Background: an optimization exercise with open tools, aiming at small area, a short achievable clock period and few clock cycles per item. Do not read the settings as production practice.
In this exercise RTL edits were held to simulation tests only and were not proved equivalent to the original.
Power figures rest on the tool's default switching activity, not on a simulated workload.

--- flow/design.v ---
module zx36_exec (
    input  wire        clk,
    input  wire        rst,
    input  wire        in_valid,
    output wire        in_ready,
    input  wire        in_dalu,
    input  wire [5:0]  in_fn,
    input  wire [71:0] in_a,
    input  wire [71:0] in_b,
    input  wire [3:0]  in_flags,
    input  wire        in_sat,
    output reg         out_valid,
    output reg  [71:0] out_result,
    output wire [3:0]  out_flags,
    output reg         out_wr,
    output reg         out_ill
);
    localparam FZ = 0, FN = 1, FC = 2, FV = 3;
    localparam [35:0] MIN36 = 36'h800000000;
    localparam [35:0] MAX36 = 36'h7FFFFFFFF;
    wire       ia = !in_dalu;
    wire [5:0] fn = in_fn;
    wire i_add   = ia & (fn == 6'd0);
    wire i_adc   = ia & (fn == 6'd1);
    wire i_sub   = ia & (fn == 6'd2);
    wire i_sbc   = ia & (fn == 6'd3);
    wire i_cmp   = ia & (fn == 6'd4);
    wire i_and   = ia & (fn == 6'd5);
    wire i_or    = ia & (fn == 6'd6);
    wire i_xor   = ia & (fn == 6'd7);
    wire i_andn  = ia & (fn == 6'd8);
    wire i_tst   = ia & (fn == 6'd9);
    wire i_shl   = ia & (fn == 6'd10);
    wire i_shr   = ia & (fn == 6'd11);
    wire i_sar   = ia & (fn == 6'd12);
    wire i_rol   = ia & (fn == 6'd13);
    wire i_mul   = ia & (fn == 6'd14);
    wire i_mulh  = ia & (fn == 6'd15);
    wire i_mulhu = ia & (fn == 6'd16);
    wire i_div   = ia & (fn == 6'd17);
    wire i_divu  = ia & (fn == 6'd18);
    wire i_rem   = ia & (fn == 6'd19);
    wire i_min   = ia & (fn == 6'd20);
    wire i_max   = ia & (fn == 6'd21);
    wire i_minu  = ia & (fn == 6'd22);
    wire i_maxu  = ia & (fn == 6'd23);
    wire i_qadd  = ia & (fn == 6'd24);
    wire i_qsub  = ia & (fn == 6'd25);
    wire i_qmul  = ia & (fn == 6'd26);
    wire i_neg   = ia & (fn == 6'd27);
    wire i_not   = ia & (fn == 6'd28);
    wire i_abs   = ia & (fn == 6'd29);
    wire i_mov   = ia & (fn == 6'd30);
    wire i_exth  = ia & (fn == 6'd31);
    wire i_exthu = ia & (fn == 6'd32);
    wire i_swaph = ia & (fn == 6'd33);
    wire i_dadd  = in_dalu & (fn == 6'd0);
    wire i_dsub  = in_dalu & (fn == 6'd1);
    wire i_dcmp  = in_dalu & (fn == 6'd2);
    wire i_dneg  = in_dalu & (fn == 6'd3);
    wire i_dmul  = in_dalu & (fn == 6'd4);
    wire i_dmulu = in_dalu & (fn == 6'd5);
    wire i_ill   = ia ? (fn > 6'd33) : (fn > 6'd5);
    wire i_isdiv  = i_div | i_divu | i_rem;
    wire i_ismul  = i_mul | i_mulh | i_mulhu | i_qmul | i_dmul | i_dmulu;
    wire i_msgn   = i_mul | i_mulh | i_qmul | i_dmul;
    wire i_dsgn   = i_div | i_rem;
    wire [5:0] i_s = in_b[5:0];
    wire i_sbig  = (i_s > 6'd36);
    wire i_szero = (i_s == 6'd0);
    reg        v1;           
    reg        busy;         
    reg [71:0] a1;
    reg [71:0] b1;
    reg [3:0]  f1;
    reg        sat1;
    reg k_ill, k_wr, k_wide;
    reg k_arith;             
    reg k_qas;               
    reg k_mm;                
    reg mm_s, mm_max;
    reg k_lg;                
    reg [3:0] lg_t;          
    reg lg_ext, lg_exts;     
    reg k_rot;               
    reg k_sh;                
    reg sh_l, sh_sar, sh_big, sh_zero;
    reg [5:0] ramt;          
    reg k_mul, k_mulh, k_qmul, k_mlo, m_sgn;
    reg k_div, d_rem, d_sdiv, d_aneg, d_bneg, d_b0;
    reg xinv_lo, xinv_hi, xen_hi, yen_lo, yen_hi, yinv_lo, yinv_hi, y36, acin;
    reg fc_keep, fc_add, fc_sub, fc_dadd, fc_dsub, fc_sh;
    reg fv_keep, fv_36, fv_72, fv_mul, fv_qm, fv_div;
    reg [5:0]  cnt;
    reg        dph0, dph1;   
    reg [37:0] ms, mc;       
    reg [9:0]  lo_s, lo_c;   
    reg        mcy;          
    reg        yprev;        
    reg        qzero_r;      
    assign in_ready = !busy;
    wire [36:0] mx = {m_sgn & a1[35], a1[35:0]};
    wire        mlast = (cnt[1:0] == 2'd3);
    wire [9:0]  yw = mlast ? {{4{m_sgn & b1[5]}}, b1[5:0]} : b1[9:0];
    wire [10:0] yb = {yw, yprev};
    reg [47:0] pp0, pp1, pp2, pp3, pp4, pp5;
    reg [4:0]  pneg;
    reg [47:0] ppr [0:4];
    integer j;
    always @* begin
        for (j = 0; j < 5; j = j + 1) begin : booth
            reg y0, y1, y2, s1x, s2x;
            reg [37:0] mag, r;
            y0 = yb[2*j];
            y1 = yb[2*j+1];
            y2 = yb[2*j+2];
            s1x = y0 ^ y1;
            s2x = (y2 & ~y1 & ~y0) | (~y2 & y1 & y0);
            mag = ({38{s1x}} & {mx[36], mx}) | ({38{s2x}} & {mx, 1'b0});
            r = mag ^ {38{y2}};
            pneg[j] = y2;
            ppr[j] = {9'd0, 1'b1, ~r[37], r[36:0]} << (2*j);
        end
        pp0 = ppr[0];
        pp1 = ppr[1] | {47'd0, pneg[0]};
        pp2 = ppr[2] | {45'd0, pneg[1], 2'd0};
        pp3 = ppr[3] | {43'd0, pneg[2], 4'd0};
        pp4 = ppr[4] | {41'd0, pneg[3], 6'd0};
        pp5 = {39'd0, pneg[4], 8'd0};
    end
    function [95:0] csa;
        input [47:0] x, y, z;
        reg [47:0] s, c;
        begin
            s = x ^ y ^ z;
            c = (x & y) | (x & z) | (y & z);
            csa = {c[46:0], 1'b0, s};
        end
    endfunction
    wire [95:0] l1a = csa({10'd0, ms}, {10'd0, mc}, pp0);
    wire [95:0] l1b = csa(pp1, pp2, pp3);
    wire [95:0] l2a = csa(l1a[47:0], l1a[95:48], l1b[47:0]);
    wire [95:0] l2b = csa(l1b[95:48], pp4, pp5);
    wire [95:0] l3  = csa(l2a[47:0], l2a[95:48], l2b[47:0]);
    wire [95:0] l4  = csa(l3[47:0], l3[95:48], l2b[95:48]);
    wire [47:0] m_s = l4[47:0];
    wire [47:0] m_c = l4[95:48];
    wire [10:0] m_g = {1'b0, lo_s} + {1'b0, lo_c} + {10'd0, mcy};
    wire [35:0] dm    = b1[35:0];
    wire [36:0] dt    = {a1[35:0], a1[71]};
    wire [37:0] dtr   = {1'b0, dt} + {2'b11, dm} + {37'd0, ~d_bneg};
    wire        dq    = !dtr[37];
    wire [35:0] dnr   = dq ? dtr[35:0] : dt[35:0];
    function [5:0] lzc36;
        input [35:0] v;
        integer i;
        begin
            lzc36 = 6'd36;
            for (i = 0; i < 36; i = i + 1)
                if (v[i]) lzc36 = 6'd35 - i;
        end
    endfunction
    wire [5:0] lza_r = lzc36(a1[35:0] ^ {36{d_aneg}});
    wire [5:0] lza   = (d_aneg && lza_r != 6'd0) ? lza_r - 6'd1 : lza_r;
    wire [5:0] lzb_r = lzc36(~b1[35:0]);
    wire [5:0] lzb   = (d_bneg && lzb_r == 6'd36) ? 6'd35 : lzb_r;
    wire       b0    = (lzb_r == 6'd36) & ~d_bneg;
    wire       qzero = b0 | (lzb < lza);
    wire [5:0] dn    = lzb - lza + 6'd1;      
    wire [5:0] s0    = 6'd36 - dn;
    wire        d_qneg = d_aneg ^ d_bneg;
    wire [72:0] ax = {1'b0, (a1[71:36] & {36{xen_hi}}) ^ {36{xinv_hi}}, a1[35:0] ^ {36{xinv_lo}}};
    wire [72:0] ay = {1'b0, ((b1[71:36] & {36{yen_hi}}) ^ {36{yinv_hi}}) | {35'd0, y36},
                            (b1[35:0] & {36{yen_lo}}) ^ {36{yinv_lo}}};
    wire [73:0] asum_c = {ax, 1'b1} + {ay, acin};
    wire [72:0] asum = asum_c[73:1];
    wire v36 = (ax[35] == ay[35]) && (asum[35] != ax[35]);
    wire v72 = (ax[71] == ay[71]) && (asum[71] != ax[71]);
    reg [35:0] rot;
    always @* begin
        rot = a1[35:0];
        if (ramt[0]) rot = {rot[34:0], rot[35]};
        if (ramt[1]) rot = {rot[33:0], rot[35:34]};
        if (ramt[2]) rot = {rot[31:0], rot[35:32]};
        if (ramt[3]) rot = {rot[27:0], rot[35:28]};
        if (ramt[4]) rot = {rot[19:0], rot[35:20]};
        if (ramt[5]) rot = {rot[3:0], rot[35:4]};
    end
    reg [35:0] therm;        
    integer k;
    always @* begin
        for (k = 0; k < 36; k = k + 1) therm[k] = (ramt > k);
    end
    wire        a35 = a1[35];
    wire [35:0] shres = sh_l ? (rot & ~therm)
                             : ((rot & therm) | ({36{sh_sar & a35}} & ~therm));
    wire        shc = sh_big ? (sh_sar & a35) : sh_l ? rot[0] : rot[35];
    wire lt_s = asum[35] ^ v36;
    wire lt_u = ~asum[36];
    wire mm_lt = mm_s ? lt_s : lt_u;
    wire mm_a  = mm_max ^ mm_lt;
    wire qm_tie = (asum[34:30] == 5'd0) && (a1[29:0] == 30'd0);
    wire qm_v   = asum[71] ^ asum[70];
    reg  [35:0] lg;
    always @* begin
        for (k = 0; k < 36; k = k + 1) lg[k] = lg_t[{a1[k], b1[k]}];
        if (lg_ext) lg[35:18] = {18{lg_exts & a1[17]}};
    end
    reg [71:0] res;
    reg        n_f, c_f, v_f;
    always @* begin
        res = 72'd0;
        if (k_arith) begin
            res[35:0] = asum[35:0];
            if (k_wide) res[71:36] = asum[71:36];
        end
        if (k_qas)
            res[35:0] = (v36 & sat1) ? (ax[35] ? MIN36 : MAX36) : asum[35:0];
        if (k_mm)
            res[35:0] = mm_a ? a1[35:0] : b1[35:0];
        if (k_lg)
            res[35:0] = lg;
        if (k_rot)
            res[35:0] = rot;
        if (k_sh)
            res[35:0] = shres;
        if (k_mulh)
            res[35:0] = asum[71:36];
        if (k_qmul)
            res[35:0] = (qm_v & sat1) ? (asum[71] ? MIN36 : MAX36)
                                      : {asum[70:36], asum[35] & ~qm_tie};
        n_f = k_wide ? res[71] : res[35];
        c_f = (fc_keep & f1[FC]) | (fc_add & asum[36]) | (fc_sub & ~asum[36]) |
              (fc_dadd & asum[72]) | (fc_dsub & ~asum[72]) | (fc_sh & shc);
        v_f = (fv_keep & f1[FV]) | (fv_36 & v36) | (fv_72 & v72) |
              (fv_mul & !((&asum[71:35]) || !(|asum[71:35]))) | (fv_qm & qm_v) |
              (fv_div & (d_b0 | (d_sdiv & ~d_qneg & a1[71])));
    end
    reg  [3:1] out_fl;
    reg        out_zc;       
    reg        out_z0;       
    assign out_flags = {out_fl[3:1], out_zc ? (out_result == 72'd0) : out_z0};
    always @(posedge clk) begin
        if (rst) begin
            v1 <= 1'b0;
            busy <= 1'b0;
            out_valid <= 1'b0;
        end else begin
            if (!busy) begin
                v1 <= in_valid;
                busy <= in_valid & (i_ismul | i_isdiv);
            end else if (k_mul ? mlast : (dph1 ? (qzero_r) : (!dph0 && cnt == 6'd1))) begin
                busy <= 1'b0;
            end
            out_valid <= v1 & ~busy;
        end
        out_result <= res;
        out_fl     <= k_ill ? f1[3:1] : {v_f, c_f, n_f};
        out_zc     <= ~k_ill;
        out_z0     <= f1[FZ];
        out_wr     <= k_wr;
        out_ill    <= k_ill;
        if (!busy) begin
            a1   <= in_a;
            b1   <= {in_b[71:36], in_b[35:0] ^ {36{i_isdiv & ~(i_dsgn & in_b[35])}}};
            f1   <= in_flags;
            sat1 <= in_sat;
            k_ill   <= i_ill;
            k_wr    <= ~(i_ill | i_cmp | i_tst | i_dcmp);
            k_wide  <= in_dalu;
            k_arith <= i_add | i_adc | i_sub | i_sbc | i_cmp | i_neg | i_abs |
                       i_dadd | i_dsub | i_dcmp | i_dneg | i_mul | i_dmul | i_dmulu | i_rem;
            k_qas   <= i_qadd | i_qsub;
            k_mm    <= i_min | i_max | i_minu | i_maxu;
            mm_s    <= i_min | i_max;
            mm_max  <= i_max | i_maxu;
            k_lg    <= i_and | i_tst | i_or | i_xor | i_andn | i_not | i_mov | i_exth | i_exthu;
            lg_t    <= (i_and | i_tst) ? 4'b1000 : i_or ? 4'b1110 : i_xor ? 4'b0110 :
                       i_andn ? 4'b0100 : i_not ? 4'b0011 : 4'b1100;
            lg_ext  <= i_exth | i_exthu;
            lg_exts <= i_exth;
            k_rot   <= i_rol | i_swaph;
            k_sh    <= i_shl | i_shr | i_sar;
            sh_l    <= i_shl;
            sh_sar  <= i_sar;
            sh_big  <= i_sbig;
            sh_zero <= i_szero;
            ramt    <= i_swaph ? 6'd18 :
                       (i_shr | i_sar) ? (i_sbig ? 6'd0 : 6'd36 - i_s) : i_s;
            k_mul   <= i_ismul;
            k_mulh  <= i_mulh | i_mulhu | i_div | i_divu;
            k_qmul  <= i_qmul;
            k_mlo   <= i_mul;
            m_sgn   <= i_msgn;
            k_div   <= i_isdiv;
            d_rem   <= i_rem;
            d_sdiv  <= i_div;
            d_aneg  <= i_dsgn & in_a[35];
            d_bneg  <= i_dsgn & in_b[35];
            xinv_lo <= i_neg | i_dneg | (i_abs & in_a[35]) | (i_dsgn & in_a[35]);
            xinv_hi <= i_dneg;
            xen_hi  <= in_dalu;
            yen_lo  <= ~(i_neg | i_abs | i_dneg | i_isdiv);
            yen_hi  <= in_dalu & ~i_dneg;
            yinv_lo <= i_sub | i_sbc | i_cmp | i_min | i_max | i_minu | i_maxu | i_qsub |
                       i_dsub | i_dcmp;
            yinv_hi <= i_dsub | i_dcmp;
            y36     <= 1'b0;
            acin    <= i_adc ? in_flags[FC] : i_sbc ? ~in_flags[FC] :
                       (i_abs | i_dsgn) ? in_a[35] :
                       (i_sub | i_cmp | i_min | i_max | i_minu | i_maxu | i_qsub |
                        i_neg | i_dsub | i_dcmp | i_dneg);
            fc_add  <= i_add | i_adc;
            fc_sub  <= i_sub | i_sbc | i_cmp | i_neg;
            fc_dadd <= i_dadd;
            fc_dsub <= i_dsub | i_dcmp | i_dneg;
            fc_sh   <= (i_shl | i_shr | i_sar) & ~i_szero;
            fc_keep <= ~(i_add | i_adc | i_sub | i_sbc | i_cmp | i_neg | i_dadd | i_dsub |
                         i_dcmp | i_dneg | ((i_shl | i_shr | i_sar) & ~i_szero));
            fv_36   <= i_add | i_adc | i_sub | i_sbc | i_cmp | i_neg | i_abs | i_qadd | i_qsub;
            fv_72   <= i_dadd | i_dsub | i_dcmp | i_dneg;
            fv_mul  <= i_mul;
            fv_qm   <= i_qmul;
            fv_div  <= i_isdiv;
            fv_keep <= ~(i_add | i_adc | i_sub | i_sbc | i_cmp | i_neg | i_abs | i_qadd |
                         i_qsub | i_dadd | i_dsub | i_dcmp | i_dneg | i_mul | i_qmul |
                         i_isdiv | i_dmul | i_dmulu);
            cnt   <= 6'd0;
            dph0  <= 1'b1;
            dph1  <= 1'b0;
            ms    <= {1'b1, 2'b00, i_qmul, 34'd0};
            mc    <= 38'd0;
            lo_s  <= 10'd0;
            lo_c  <= 10'd0;
            mcy   <= 1'b0;
            yprev <= 1'b0;
        end else if (k_mul) begin
            cnt   <= cnt + 6'd1;
            ms    <= m_s[47:10];
            mc    <= m_c[47:10];
            lo_s  <= m_s[9:0];
            lo_c  <= m_c[9:0];
            mcy   <= m_g[10];
            yprev <= b1[9];
            if (mlast) begin
                xinv_lo <= 1'b0; xinv_hi <= 1'b0; xen_hi <= 1'b1;
                yen_lo <= 1'b1; yen_hi <= 1'b1; yinv_lo <= 1'b0; yinv_hi <= 1'b0;
                acin <= m_g[10];
                a1 <= {m_s[41:0], m_g[9:0], b1[71:52]};
                b1 <= {m_c[41:0], {30{m_g[10]}}};
            end else begin
                b1 <= {m_g[9:0], b1[71:10]};
            end
        end else begin
            dph0 <= 1'b0;
            dph1 <= dph0;
            if (dph0) begin
                a1[35:0] <= asum[35:0];
                d_b0     <= b0;
                qzero_r  <= qzero;
                cnt      <= dn;
                ramt     <= qzero ? 6'd36 : s0;
                xinv_lo <= d_rem & d_aneg; acin <= d_rem & d_aneg;
                xinv_hi <= ~d_rem & d_qneg; y36 <= ~d_rem & d_qneg; xen_hi <= 1'b1;
            end else if (dph1) begin
                a1 <= {rot & ~therm, rot & therm};
            end else begin
                cnt <= cnt - 6'd1;
                a1  <= {a1[70:36], dq, dnr};
            end
        end
    end
endmodule
--- flow/config.mk ---
export PLATFORM = sky130hd
export DESIGN_NAME = zx36_exec
export DESIGN_NICKNAME = zx36_exec
export VERILOG_FILES = /design/flow/design.v
export SDC_FILE = /design/flow/constraint.sdc
export NUM_CORES = 4
export LEC_CHECK = 0
export CAP_MARGIN = 35
export CORE_MARGIN = 2
export CORE_UTILIZATION = 35
export PLACE_DENSITY = 0.45
export SLEW_MARGIN = 20
--- flow/run.sh ---
#!/bin/bash
# synth_recipe.tcl (not shown) runs the flow's synth.tcl, then flattens the netlist and writes it again
# the make line also repeats each setting of config.mk as NAME=value (left out here)
make -C /OpenROAD-flow-scripts/flow DESIGN_CONFIG=/design/flow/config.mk WORK_HOME=/design/flow/orfs CLKGATE_MAP_FILE= SYNTH_SCRIPT=/design/flow/synth_recipe.tcl finish
--- flow/constraint.sdc ---
create_clock -name core_clock -period 15.0 [get_ports {clk}]
set_input_delay 3.0000 -clock core_clock [delete_from_list [all_inputs] [get_ports {clk}]]
set_output_delay 3.0000 -clock core_clock [all_outputs]
set_load 0.01 [all_outputs]
==> reports/metrics.yaml, run 1 <==
hp-start: "f1[0]$_DFFE_PN_"
startpoint_type: "flip-flop"
synth-seq-area-share_pct: 21.36
ioPinCount: 239
endpoint_kind: "flip-flop"
fin_tns_setup_ns: 0
yosys.cell_types.count: 103
die_y_microns: 366.8
clk_pin_slew_worst_paths_ns: 0.06
grt_pass1_wl_mm: 353.3
floorplan.die_area_sq_um: 134500
yosys_warnings: 2
worstPathMaxFanout: 36
dp_hpwl_mm: 193.9
cts_buffer_depth: 3
cp-startpoint: "xinv_lo$_DFFE_PP_"
grt_max_degree: 184
wirelength_mm: 255.5
r2r-start: "xinv_lo$_DFFE_PP_"
placed_area_sq_um: 50140
fp.dieW_microns: 366.8
p_per_area_nw_per_um2: 138.4
clock-sinks: 389
area_growth_pct: 13.03
grt_pass1_vias: 43881
rsz0062_at_grt: "no"
crit_type: "flip-flop to flip-flop"
critical-path-top-cell-by-count: "a21oi_1"
hold_viol: 0
numCtsBuffers: 54
core_area_sq_um: 131100
ir_drop_mv: 0.1033
yosys.area_share.xor_xnor_pct: 7.665
synthArstFlopShare_pct: 0
synth_top_cell_by_area: "edfxtp_1"
cp.required_ns: 15.56
synth_compound_area_share_pct: 24.08
cts_hold_buf: 0
worst-path-buf-inv: 1
synth_area_per_cell_sq_um: 7.979
rows: 133
drive_gt1_share_pct: 9.426
max_cap_violations: 0
status: "no timing/DRC/antenna violations"
h-tree-depth: 2
syn-instance-count: 5773
cts_root_buf: "clkbuf_16"
routabilityCongestion: 1.016
dp_slack_ns: 8.223
cts_resized: 0
crit_path_cell_trace: "buf_4, xor2_1, ha_1, a21oi_1, o21ai_0, a2111oi_2, a21oi_1, o211ai_1, o211ai_1, a21oi_1, o21ai_1, xor2_1, nand4_1, or4_1, nor3_1, nand4_1, or4_1, nor4_1, o32ai_1"
crit_arrival_ns: 7.62
r2r_setup_slack_ns: 7.95
max_slew_margin_pct: 29.47
final_common_cell: "nand2_1"
dr.first_iter.drc_count: 6147
hold_path.class: "flip-flop to flip-flop"
synth.area.top_cells: "edfxtp_1, fa_1, dfxtp_1"
cts_tree: "yes"
layout.nets: 6264
min_period_over_period_pct: 47.03
p_leak_nw: 20.01
min_period_ns: 7.054
synthAdderAreaFrac_pct: 14.56
synth-simple-area-share_pct: 15.98
initial_core_util_pct: 35.13
muxShareOfSynthArea_pct: 9.466
routedWlPerCell_microns: 33.91
cts_setup_buffers: 0
groute.usage.overall_pct: 36.73
antenna_found_initial: 28
drc_errors: 0
cpLargestDelayFamily: "compound AO/OA/AOI/OAI gates"
fin_area_sq_um: 52070
grt_overflow_total: 0
synth_edf_count: 205
first_pass_iters: 6
synth_area_sq_um: 46070
cpMaxStageDelayCell: "xor2_1"
mostFrequentLayoutCells: "nand2_1, a21oi_1, nor2_1"
postSynthNetCount: 6311
io_buffers: 238
synth-seq-cells: 389
synth_top_family_by_area: "compound AO/OA/AOI/OAI gates"
fmaxAchievable_mhz: 141.8
worstMarginPinSlew_ns: 1.042
clock_latency_ns: 0.71
finalWorstSetupSlack_ns: 7.946
synthDominantCellAreaShare_pct: 13.36
dr_total_vias: 46758
ys.flop_type: "edfxtp_1"
skew_ns: 0.05218
via_per_inst: 6.206
setup_viol: 0
slowest_delay_ns: 0.70
maxSlewViolCount: 0
ant_nets: 0
-- worst reg2reg max path: cells and delay by family (launching register included) --
| kind | cells | cell delay, ns |
|---|---|---|
| adders and majority gates | 1 | 0.36 |
| AOI/OAI and AO/OA | 9 | 2.59 |
| DFF | 1 | 0.32 |
| and+or+nand+nor | 6 | 1.76 |
| buffers and inverters | 1 | 0.57 |
| xor gates and xnor gates | 2 | 1.32 |
-- path summary, 6_finish.rpt --
path                             to  depth (start not counted)
setup / recovery  out_fl[3]$_DFF_P_                         19
hold / removal       out_z0$_DFF_P_                          0
setup reg to reg  out_fl[3]$_DFF_P_                         19
hold reg to reg      out_z0$_DFF_P_                          0
-- kinds of logic (layout without fill, tap and decap cells) --
| logic type | count (synthesis) | count (layout) |
|---|---|---|
| compound gates | 1749 | 1749 |
| simple gates | 1651 | 1651 |
| xor+xnor | 395 | 395 |
| fa+ha+maj | 436 | 436 |
| buf+inv | 831 | 829 |
| mux | 322 | 322 |
| other cells | 0 | 8 |
| flops | 389 | 389 |
-- layout make-up --
class / count / area [sq um]
antenna: 8 / 20.02
clock buffer: 71 / 1564
clock inverter: 30 / 274.0
fill: 13718 / 79060
inverter: 298 / 1126
multi-input combinational: 4553 / 33170
sequential: 389 / 9851
tap: 1755 / 2196
timing repair buffer: 430 / 3866
-- layer usage --
layer	track usage [%]	share of wire, %	vias to the layer above
met5	0	0.018	-
li1	-	-	20520
met3	7.750	8.6	486
met4	18.48	6.0	8
met2	56.10	43	2413
met1	48.93	42	23331
-- power breakdown --
| group | leakage, nW | switching (W) | total (W) | internal [W] |
|---|---|---|---|---|
| Sequential | 3.71 | 0.000128 | 0.00135 | 0.00122 |
| Combinational | 15.4 | 0.00291 | 0.00447 | 0.00156 |
| Clock | 0.906 | 0.000607 | 0.00139 | 0.000778 |
| Total | 20.0 | 0.00365 | 0.00720 | 0.00355 |
-- synth_stat cells (14+ instances only) --
library cell / instances
nand2_1: 720
a21oi_1: 514
nor2_1: 432
clkbuf_1: 415
o21ai_0: 400
inv_1: 291
xnor2_1: 263
edfxtp_1: 205
ha_1: 193
fa_1: 186
dfxtp_1: 184
mux2i_1: 169
a21o_1: 127
xor2_1: 127
a22oi_1: 112
a31oi_1: 95
buf_1: 94
nor2b_1: 91
mux4_2: 84
nand3_1: 75
nor3_1: 71
mux2_2: 69
o22ai_1: 67
o211ai_1: 64
a211oi_1: 62
maj3_1: 57
nand4_1: 40
nand2b_1: 39
nor4_1: 37
o221ai_1: 33
o21bai_1: 31
and2_1: 26
and3_1: 26
or3_1: 26
a221oi_1: 25
a311oi_1: 24
or2_2: 20
o2111ai_1: 19
buf_2: 17
o21a_1: 15
o21ai_1: 14
o31ai_1: 14
-- sequential cells by signal, indices dropped and copies added, names as in the netlist, 3 cells and up --
name,cells
out_result,72
a1,72
ms,38
f1,4
lg_t,4
lo_s,10
lo_c,7
out_fl,3
ramt,6
cnt,6
b1,72
mc,37
-- metrics by stage --
step / total power [W] / util [%] / std cells / hold slack (ns)
floorplan: 0.003899 / - / 5773 / 0.3233
CTS: 0.007106 / 39.64 / 7519 / 0.3451
detailed placement: 0.005717 / 38.24 / 7418 / 0.3310
global route: 0.007586 / 39.69 / 7526 / 0.3479
global placement: 0.005719 / 38.12 / 7401 / 0.3264
finish: 0.007204 / 39.71 / 7534 / 0.3444
Testbench counts, summed over its fixed seeds: cycles 38,327, items 16,000.
==> inputs of run 2 (changes only) <==
--- a/flow/design.v
+++ b/flow/design.v
@@ -87,5 +87,5 @@
     reg sh_l, sh_sar, sh_big, sh_zero;
     reg [5:0] ramt;          
-    reg k_mul, k_mulh, k_qmul, k_mlo, m_sgn;
+    reg k_mul, k_mulh, k_qmul, k_mlo, m_sgn, qm_ovf;
     reg k_div, d_rem, d_sdiv, d_aneg, d_bneg, d_b0;
     reg xinv_lo, xinv_hi, xen_hi, yen_lo, yen_hi, yinv_lo, yinv_hi, y36, acin;
@@ -94,5 +94,5 @@
     reg [5:0]  cnt;
     reg        dph0, dph1;   
-    reg [37:0] ms, mc;       
+    reg [1:0]  ms_x, mc_x;   
     reg [9:0]  lo_s, lo_c;   
     reg        mcy;          
@@ -138,5 +138,5 @@
         end
     endfunction
-    wire [95:0] l1a = csa({10'd0, ms}, {10'd0, mc}, pp0);
+    wire [95:0] l1a = csa({10'd0, ms_x, a1[71:36]}, {10'd0, mc_x, b1[71:36]}, pp0);
     wire [95:0] l1b = csa(pp1, pp2, pp3);
     wire [95:0] l2a = csa(l1a[47:0], l1a[95:48], l1b[47:0]);
@@ -154,9 +154,20 @@
     function [5:0] lzc36;
         input [35:0] v;
+        reg [8:0]  nz;
+        reg [17:0] lz2;
+        reg [3:0]  g;
+        reg [3:0]  hi;
+        reg [1:0]  lo;
         integer i;
         begin
-            lzc36 = 6'd36;
-            for (i = 0; i < 36; i = i + 1)
-                if (v[i]) lzc36 = 6'd35 - i;
+            for (i = 0; i < 9; i = i + 1) begin
+                g = v[35-4*i -: 4];
+                nz[i] = |g;
+                lz2[2*i +: 2] = g[3] ? 2'd0 : g[2] ? 2'd1 : g[1] ? 2'd2 : 2'd3;
+            end
+            hi = nz[0] ? 4'd0 : nz[1] ? 4'd1 : nz[2] ? 4'd2 : nz[3] ? 4'd3 :
+                 nz[4] ? 4'd4 : nz[5] ? 4'd5 : nz[6] ? 4'd6 : nz[7] ? 4'd7 : 4'd8;
+            lo = lz2[2*hi +: 2];
+            lzc36 = (nz == 9'd0) ? 6'd36 : {hi, 2'b00} + {4'd0, lo};
         end
     endfunction
@@ -175,4 +186,13 @@
     wire [73:0] asum_c = {ax, 1'b1} + {ay, acin};
     wire [72:0] asum = asum_c[73:1];
+    wire [36:0] mv_x = a1[71:35];
+    wire [36:0] mv_y = b1[71:35];
+    wire [36:0] mv_p = mv_x ^ mv_y;
+    wire [36:0] mv_g = mv_x & mv_y;
+    wire [36:0] mv_o = mv_x | mv_y;
+    wire mv_z = &(mv_p[36:1] ~^ (mv_g[35:0] | (mv_o[35:0] & mv_p[35:0])));
+    wire mv_1 = &(~mv_p[36:1] ~^ (mv_g[35:0] | (mv_o[35:0] & ~mv_p[35:0])));
+    wire mv_c35 = asum[35] ^ ax[35] ^ ay[35];
+    wire mul_v = ~((mv_z & (mv_p[0] == mv_c35)) | (mv_1 & (mv_p[0] != mv_c35)));
     wire v36 = (ax[35] == ay[35]) && (asum[35] != ax[35]);
     wire v72 = (ax[71] == ay[71]) && (asum[71] != ax[71]);
@@ -201,5 +221,5 @@
     wire mm_a  = mm_max ^ mm_lt;
     wire qm_tie = (asum[34:30] == 5'd0) && (a1[29:0] == 30'd0);
-    wire qm_v   = asum[71] ^ asum[70];
+    wire qm_v   = qm_ovf;      
     reg  [35:0] lg;
     always @* begin
@@ -228,5 +248,5 @@
             res[35:0] = asum[71:36];
         if (k_qmul)
-            res[35:0] = (qm_v & sat1) ? (asum[71] ? MIN36 : MAX36)
+            res[35:0] = (qm_v & sat1) ? MAX36
                                       : {asum[70:36], asum[35] & ~qm_tie};
         n_f = k_wide ? res[71] : res[35];
@@ -234,5 +254,5 @@
               (fc_dadd & asum[72]) | (fc_dsub & ~asum[72]) | (fc_sh & shc);
         v_f = (fv_keep & f1[FV]) | (fv_36 & v36) | (fv_72 & v72) |
-              (fv_mul & !((&asum[71:35]) || !(|asum[71:35]))) | (fv_qm & qm_v) |
+              (fv_mul & mul_v) | (fv_qm & qm_ovf) |
               (fv_div & (d_b0 | (d_sdiv & ~d_qneg & a1[71])));
     end
@@ -262,6 +282,6 @@
         out_ill    <= k_ill;
         if (!busy) begin
-            a1   <= in_a;
-            b1   <= {in_b[71:36], in_b[35:0] ^ {36{i_isdiv & ~(i_dsgn & in_b[35])}}};
+            a1   <= {in_a[71:36] & {36{~i_ismul}} | {1'b0, i_qmul, 34'd0}, in_a[35:0]};
+            b1   <= {in_b[71:36] & {36{~i_ismul}}, in_b[35:0] ^ {36{i_isdiv & ~(i_dsgn & in_b[35])}}};
             f1   <= in_flags;
             sat1 <= in_sat;
@@ -291,4 +311,5 @@
             k_mulh  <= i_mulh | i_mulhu | i_div | i_divu;
             k_qmul  <= i_qmul;
+            qm_ovf  <= (in_a[35:0] == MIN36) && (in_b[35:0] == MIN36);
             k_mlo   <= i_mul;
             m_sgn   <= i_msgn;
@@ -329,6 +350,6 @@
             dph0  <= 1'b1;
             dph1  <= 1'b0;
-            ms    <= {1'b1, 2'b00, i_qmul, 34'd0};
-            mc    <= 38'd0;
+            ms_x  <= 2'b10;
+            mc_x  <= 2'b00;
             lo_s  <= 10'd0;
             lo_c  <= 10'd0;
@@ -337,6 +358,6 @@
         end else if (k_mul) begin
             cnt   <= cnt + 6'd1;
-            ms    <= m_s[47:10];
-            mc    <= m_c[47:10];
+            ms_x  <= m_s[47:46];
+            mc_x  <= m_c[47:46];
             lo_s  <= m_s[9:0];
             lo_c  <= m_c[9:0];
@@ -347,8 +368,9 @@
                 yen_lo <= 1'b1; yen_hi <= 1'b1; yinv_lo <= 1'b0; yinv_hi <= 1'b0;
                 acin <= m_g[10];
-                a1 <= {m_s[41:0], m_g[9:0], b1[71:52]};
+                a1 <= {m_s[41:0], m_g[9:0], b1[35:16]};
                 b1 <= {m_c[41:0], {30{m_g[10]}}};
             end else begin
-                b1 <= {m_g[9:0], b1[71:10]};
+                a1[71:36] <= m_s[45:10];
+                b1 <= {m_c[45:10], m_g[9:0], b1[35:10]};
             end
         end else begin
==> run 2 against run 1 <==
Still clean on timing, DRC and antenna. Total power rose by 23%. Synthesized cell count shrank 2.1%. Die area fell by 0.97%. Non-clock buffer count increased by 10. Critical endpoint unchanged. Largest power group unchanged.
==> reports/metrics.yaml, run 2 <==
status: "no timing/DRC/antenna violations"
clock_latency_ns: 0.68  # -0.03 ns
setup_viol: 0  # unchanged
hold_path.class: "flip-flop to flip-flop"
ir_drop_mv: 0.1730  # +68%
cts_resized: 0  # unchanged
numCtsBuffers: 45  # -17%
cts_root_buf: "clkbuf_16"
fmaxAchievable_mhz: 142.7  # +0.64%
postSynthNetCount: 6264  # -0.74%
drive_gt1_share_pct: 9.836  # +0.41 points
yosysMostFrequentCell: "nand2_1"
h-tree-depth: 2  # unchanged
cpLargestDelayFamily: "compound AO/OA/AOI/OAI gates"
via_per_inst: 6.287  # +1.3%
synthDominantCellAreaShare_pct: 13.50  # +0.13 points
rsz0062_at_grt: "no"
antenna_found_initial: 29  # +3.6%
grt_pass1_vias: 42859  # -2.3%
crit_path_cell_trace: "nand2_1, xnor2_1, ha_1, a211oi_1, o21ai_1, o2111a_1, o21ai_0, o21ai_0, a21oi_1, o21ai_0, a21o_1, fa_1, xnor2_1, xnor2_1, nand4_1, o211ai_1, nand4_1, a31oi_1, a21oi_1"
fp.dieW_microns: 365.0  # -0.49%
max_cap_violations: 0  # unchanged
crit_arrival_ns: 7.56  # -0.06 ns
final_common_cell: "nand2_1"
synth-seq-area-share_pct: 18.46  # -2.9 points
maxSlewViolCount: 0  # unchanged
synth_top_cell_by_area: "edfxtp_1"
cts_setup_buffers: 0  # unchanged
rows: 132  # -0.75%
crit_type: "flip-flop to flip-flop"
layout.nets: 6240  # -0.38%
groute.usage.overall_pct: 36.72  # about the same
routedWlPerCell_microns: 33.90  # about the same
area_growth_pct: 12.65
synthArstFlopShare_pct: 0  # unchanged
hold_viol: 0  # unchanged
netlist_top_cells_count: "nand2_1, a21oi_1, clkbuf_1"
grt_overflow_total: 0  # unchanged
io_buffers: 238  # unchanged
worst-path-buf-inv: 0  # -1
first_pass_iters: 6  # unchanged
min_period_ns: 7.009  # -0.04510 ns
ant_nets: 0  # unchanged
cp.required_ns: 15.55  # about the same
cts_buffer_depth: 3  # unchanged
grt_pass1_wl_mm: 345.7  # -2.2%
p_per_area_nw_per_um2: 172.5  # +25%
clock-sinks: 318  # -18%
mostFrequentLayoutCells: "nand2_1, a21oi_1, nor2_1"
p_leak_nw: 20.43  # +2.1%
wirelength_mm: 251.3  # -1.6%
fill_cells: 13451  # -1.9%
dr.first_iter.drc_count: 6437  # +4.7%
synth_area_sq_um: 45610  # -0.98%
dp_hpwl_mm: 190.7  # -1.6%
layout.area.seq_sq_um: 8429  # -14%
worstPathMaxFanout: 7  # -81%
multi_input_area_sq_um: 33920  # +2.3%
synth-seq-cells: 318  # -18%
initial_core_util_pct: 35.23  # +0.098 points
synth_area_per_cell_sq_um: 8.072  # +1.2%
cts_hold_buf: 0  # unchanged
max_slew_margin_pct: 29.06  # -0.41 points
fin_tns_setup_ns: 0  # unchanged
cts_tree: "yes"
synth.area.top_cells: "edfxtp_1, fa_1, ha_1"
synth_edf_count: 205  # unchanged
die_y_microns: 365.0  # -0.49%
grt_max_degree: 74  # -60%
min_period_over_period_pct: 46.73  # -0.30 points
routabilityCongestion: 1.022  # +0.60%
syn-instance-count: 5651  # -2.1%
core_area_sq_um: 129500  # -1.3%
floorplan.die_area_sq_um: 133200  # -0.97%
cpMaxStageDelayCell: "edfxtp_1"
clk_pin_slew_worst_paths_ns: 0.07  # about the same
timing.hold.ws_ns: 0.3409  # -0.003417 ns
top_regs: "a1 x72, b1 x72, out_result x72"
yosys.cell_types.count: 100  # -2.9%
ys.flop_type: "edfxtp_1"
dr_total_vias: 46593  # -0.35%
skew_ns: 0.03220  # -0.01997 ns
ioPinCount: 239  # unchanged
startpoint_type: "flip-flop"
endpoint_kind: "flip-flop"
slowest_delay_ns: 0.94  # +0.24 ns
worstMarginPinSlew_ns: 1.057  # +0.01506 ns
drc_errors: 0  # unchanged
yosys_warnings: 2  # unchanged
[run 2: metrics by stage]
step                utilization, %  cells  setup slack [ns]  power (W)  cell area (sq um)
floorplan                        -   5651             9.074   0.004656              45610
global route                 39.67   7406             7.846   0.009233              51370
detailed placement           38.49   7314             8.256   0.007451              49840
finish                       39.68   7411             7.991   0.008863              51380
CTS                          39.60   7397             8.218   0.008595              51270
global placement             38.30   7291             8.068   0.007442              49590
[run 2: logic make-up after synthesis]
kind of cell,count (synthesis),synth area share (%)
fa+ha+maj,488,16.28
mux,372,10.95
compound gates,1577,22.50
xor+xnor,464,8.951
buf+inv,882,7.458
flops,318,18.46
simple gates,1550,15.41
[run 2: cell type report]
| type | count | area share [%] |
|---|---|---|
| Tap cell | 1742 | 4.242 |
| Clock buffer | 56 | 2.335 |
| Inverter | 371 | 2.725 |
| Clock inverter | 27 | 0.4627 |
| Sequential cell | 318 | 16.41 |
| Antenna cell | 6 | 0.02922 |
| Timing Repair Buffer | 440 | 7.792 |
| Multi-Input combinational cell | 4451 | 66.01 |
[run 2: metal layers]
layer  up-vias  GRT usage (%)  routed length, microns
li1      20241              -                       -
met1     22891          49.99                  103200
met2      2909          52.01                  102100
met3       542          12.06                   31740
met4        10          17.40                   14120
met5         -              0                      69
[run 2: worst paths after layout]
path                    from           endpoint  slack (ns)  depth (start not counted)
max          b1[1]$_DFFE_PP_  out_fl[3]$_DFF_P_        7.99                         19
min           k_wr$_DFFE_PN_     out_wr$_DFF_P_        0.34                          0
max reg2reg  b1[1]$_DFFE_PP_  out_fl[3]$_DFF_P_        7.99                         19
min reg2reg   k_wr$_DFFE_PN_     out_wr$_DFF_P_        0.34                          0
[run 2: where the power goes]
part | internal [W] | switching, W
Combinational | 0.00227 | 0.00424
Clock | 0.000595 | 0.000519
Sequential | 0.00104 | 0.000194
Total | 0.00391 | 0.00495
Testbench counts of run 2, summed over its fixed seeds: cycles 38,327, items 16,000.
==> inputs of run 3 (changes only) <==
==> flow/flow/run.sh (new file) <==
#!/bin/bash
set -euo pipefail
bash standard.sh SETUP_SLACK_MARGIN=9 finish > flow_make.log 2>&1
==> flow/standard.sh (new file) <==
#!/bin/bash
# synth_recipe.tcl (not shown) runs the flow's synth.tcl, then flattens the netlist and writes it again
# the make line also repeats each setting of config.mk as NAME=value (left out here)
make -C /OpenROAD-flow-scripts/flow DESIGN_CONFIG=/design/flow/config.mk WORK_HOME=/design/flow/orfs CLKGATE_MAP_FILE= SYNTH_SCRIPT=/design/flow/synth_recipe.tcl "${@:-finish}"
removed: flow/run.sh
==> run 3 against run 2 <==
Synthesized cell count unchanged. Area after synthesis stayed put. Global-route usage grew 0.11 points. Largest cell class unchanged. Wire length up 0.34%.
==> reports/metrics.yaml, run 3 <==
synth_compound_area_share_pct: 22.50  # unchanged
max_slew_margin_pct: 24.66  # -4.4 points
muxShareOfSynthArea_pct: 10.95  # unchanged
numCtsBuffers: 45  # unchanged
worst-path-buf-inv: 2  # +2
synthDominantCellAreaShare_pct: 13.50  # unchanged
fmaxAchievable_mhz: 171.0  # +20%
slowest_delay_ns: 0.92  # -0.02 ns
hold_path.class: "flip-flop to flip-flop"
via_per_inst: 6.310  # +0.37%
yosys.cell_types.count: 100  # unchanged
startpoint_type: "input port"
dp_hpwl_mm: 190.7  # unchanged
fin_util_pct: 39.99  # +0.30 points
die_y_microns: 365.0  # unchanged
floorplan.die_area_sq_um: 133200  # unchanged
first_pass_iters: 6  # unchanged
io_buffers: 238  # unchanged
maxSlewViolCount: 0  # unchanged
grt_overflow_total: 0  # unchanged
dr_total_vias: 46839  # +0.53%
grt_pass1_vias: 42932  # +0.17%
max_cap_violations: 0  # unchanged
min_period_over_period_pct: 38.99  # -7.7 points
rsz0062_at_grt: "no"
synthAdderAreaFrac_pct: 16.28  # unchanged
synth-simple-area-share_pct: 15.41  # unchanged
hold_depth: 0  # unchanged
status: "no timing/DRC/antenna violations"
dr.first_iter.drc_count: 6518  # +1.3%
ir_drop_mv: 0.1733  # +0.16%
routabilityCongestion: 1.022  # unchanged
mostFrequentLayoutCells: "nand2_1, a21oi_1, nor2_1"
synth_area_per_cell_sq_um: 8.072  # unchanged
synth_top_family_by_area: "compound AO/OA/AOI/OAI gates"
cpMaxStageDelayCell: "clkdlybuf4s50_1"
antenna_found_initial: 29  # unchanged
crit_arrival_ns: 6.24  # -1.32 ns
postSynthNetCount: 6264  # unchanged
worstPathMaxFanout: 35  # +28
top_regs: "a1 x72, b1 x72, out_result x72"
netlist_top_cells_count: "nand2_1, a21oi_1, clkbuf_1"
core_area_sq_um: 129500  # unchanged
cpLargestDelayFamily: "buffers and inverters"
h-tree-depth: 2  # unchanged
cts_buffer_depth: 3  # unchanged
skew_ns: 0.03035  # -0.001858 ns
endpoint_kind: "flip-flop"
fin_tns_setup_ns: 0  # unchanged
rows: 132  # unchanged
cp.required_ns: 15.39  # -0.16 ns
drive_gt1_share_pct: 10.48  # +0.65 points
clock-sinks: 318  # unchanged
routedWlPerCell_microns: 33.96  # +0.18%
min_period_ns: 5.849  # -1.161 ns
cts_root_buf: "clkbuf_16"
grt_max_degree: 74  # unchanged
synthArstFlopShare_pct: 0  # unchanged
area_growth_pct: 13.51
synth-seq-cells: 318  # unchanged
syn-instance-count: 5651  # unchanged
cts_tree: "yes"
clk_pin_slew_worst_paths_ns: 0.06  # about the same
layout.nets: 6252  # +0.19%
ys.flop_type: "edfxtp_1"
synth_area_sq_um: 45610  # unchanged
yosysMostFrequentCell: "nand2_1"
grt_pass1_wl_mm: 346.4  # +0.22%
groute.usage.overall_pct: 36.82  # +0.11 points
p_leak_nw: 20.57  # +0.66%
synth.area.top_cells: "edfxtp_1, fa_1, ha_1"
drc_errors: 0  # unchanged
ioPinCount: 239  # unchanged
critical-path-top-cell-by-count: "nor2_1"
crit_cells: 10  # -9
setup_viol: 0  # unchanged
ant_nets: 0  # unchanged
hold_viol: 0  # unchanged
final_common_cell: "nand2_1"
yosys.area_share.xor_xnor_pct: 8.951  # unchanged
fp.dieW_microns: 365.0  # unchanged
wirelength_mm: 252.1  # +0.34%
yosys_warnings: 2  # unchanged
crit_path_cell_trace: "clkdlybuf4s50_1, nor2_1, nand2_1, nor2_1, nor2_1, nor2b_1, nor3_2, buf_4, xnor2_1, o21ai_0"
p_per_area_nw_per_um2: 172.2  # -0.17%
clock_latency_ns: 0.68  # about the same
crit_type: "input port to flip-flop"
synth_top_cell_by_area: "edfxtp_1"
synth-seq-area-share_pct: 18.46  # unchanged
synth_edf_count: 205  # unchanged
ff2ff_path_depth: 19  # unchanged
worstMarginPinSlew_ns: 1.118  # +0.06174 ns
initial_core_util_pct: 35.23  # unchanged
## run 3: cell counts after synthesis
Identical to the previous run, type by type.
## run 3: final timing paths
| path | startpoint | endpoint | slack, ns |
|---|---|---|---|
| max | in_fn[3] | b1[26]$_DFFE_PP_ | 9.15 |
| min | k_wr$_DFFE_PN_ | out_wr$_DFF_P_ | 0.34 |
| max reg2reg | a1[0]$_DFFE_PP_ | out_fl[3]$_DFF_P_ | 9.24 |
| min reg2reg | k_wr$_DFFE_PN_ | out_wr$_DFF_P_ | 0.34 |
## run 3: repair_timing
item,CTS,global route
resized for setup,20,47
setup buffers,8,5
endpoints found under the setup margin,109,149
pin swaps,1,3
hold buffers,0,0
## run 3: worst register-to-register path, delay by kind of cell (launching register included)
kind / cells / cell delay (ns)
XOR/XNOR: 3 / 0.77
AND/OR/NAND/NOR: 2 / 0.54
AO/OA/AOI/OAI: 11 / 2.48
flip-flops: 1 / 0.32
buffers and inverters: 1 / 0.39
adder cells (fa/ha/maj): 2 / 1.13
## run 3: where the power goes
part,switching [W],internal [W]
registers,0.000191,0.00104
logic,0.00427,0.00230
clock network,0.000516,0.000595
## run 3: cell families after synthesis
kind of cell	Yosys count
AOI/OAI and AO/OA	1577
xor gates and xnor gates	464
adders and majority gates	488
buffers and inverters	882
DFF	318
muxes	372
and+or+nand+nor	1550
## run 3: layout make-up
class,count,area (sq um)
multi-input cells,4451,34120
diodes,6,15.01
clock inverters,27,237.7
inverters,371,1403
well taps,1742,2180
flip-flops and latches,318,8429
repair buffers,452,4193
clock buffers,56,1200
fillers,13423,77710
## run 3: per-stage QoR
step	worst slack, ns	total power [W]	instance area, sq um	hold slack (ns)	cells
after floorplan	9.074	0.004656	45610	0.3233	5651
after global placement	8.068	0.007442	49590	0.3263	7291
after detailed placement	8.256	0.007451	49840	0.3294	7314
after CTS	9.013	0.008614	51410	0.3432	7405
after global routing	8.982	0.009286	51760	0.3446	7418
final	9.152	0.008916	51770	0.3413	7423
## run 3: routing by layer
layer | up-vias | wire, microns | global-route usage, %
met5 | - | 81 | 0
met3 | 520 | 30980 | 12.28
met4 | 12 | 13960 | 16.77
met2 | 2883 | 102800 | 52.44
li1 | 20276 | - | -
met1 | 23148 | 104300 | 50.06

[afterwards: timing with drivers on the ports]
No port has a modelled driver above. Below, the same layouts with a new extraction and two added sets of constraints. Step 1: set_driving_cell puts a clkbuf_16 on clk and a buf_2 on each other input, an assumption about the parent block. Step 2 moves the port delays by t, midway between the first and last clock arrival at a register: inputs arrive t later, outputs are due t later. That takes back most of the time a late clock gives input paths. Three values: ideal ports, drivers, drivers and shift; two values: the first two.
run | t (ns) | setup slack, ns | worst setup path at the end | worst slew at a driven data input, ns
run 1 | 0.761 | 7.946 / 7.946 / 7.946 | register to register | 0.07
run 2 | 0.746 | 7.991 / 7.991 / 7.991 | register to register | 0.13
run 3 | 0.746 | 9.151 / 9.089 / 8.468 | input to register | 0.13
After both steps setup and hold are still met in every run listed. The setup slack of run 3, which loses most, moves by -0.062 ns with the drivers and by -0.683 ns with both steps.
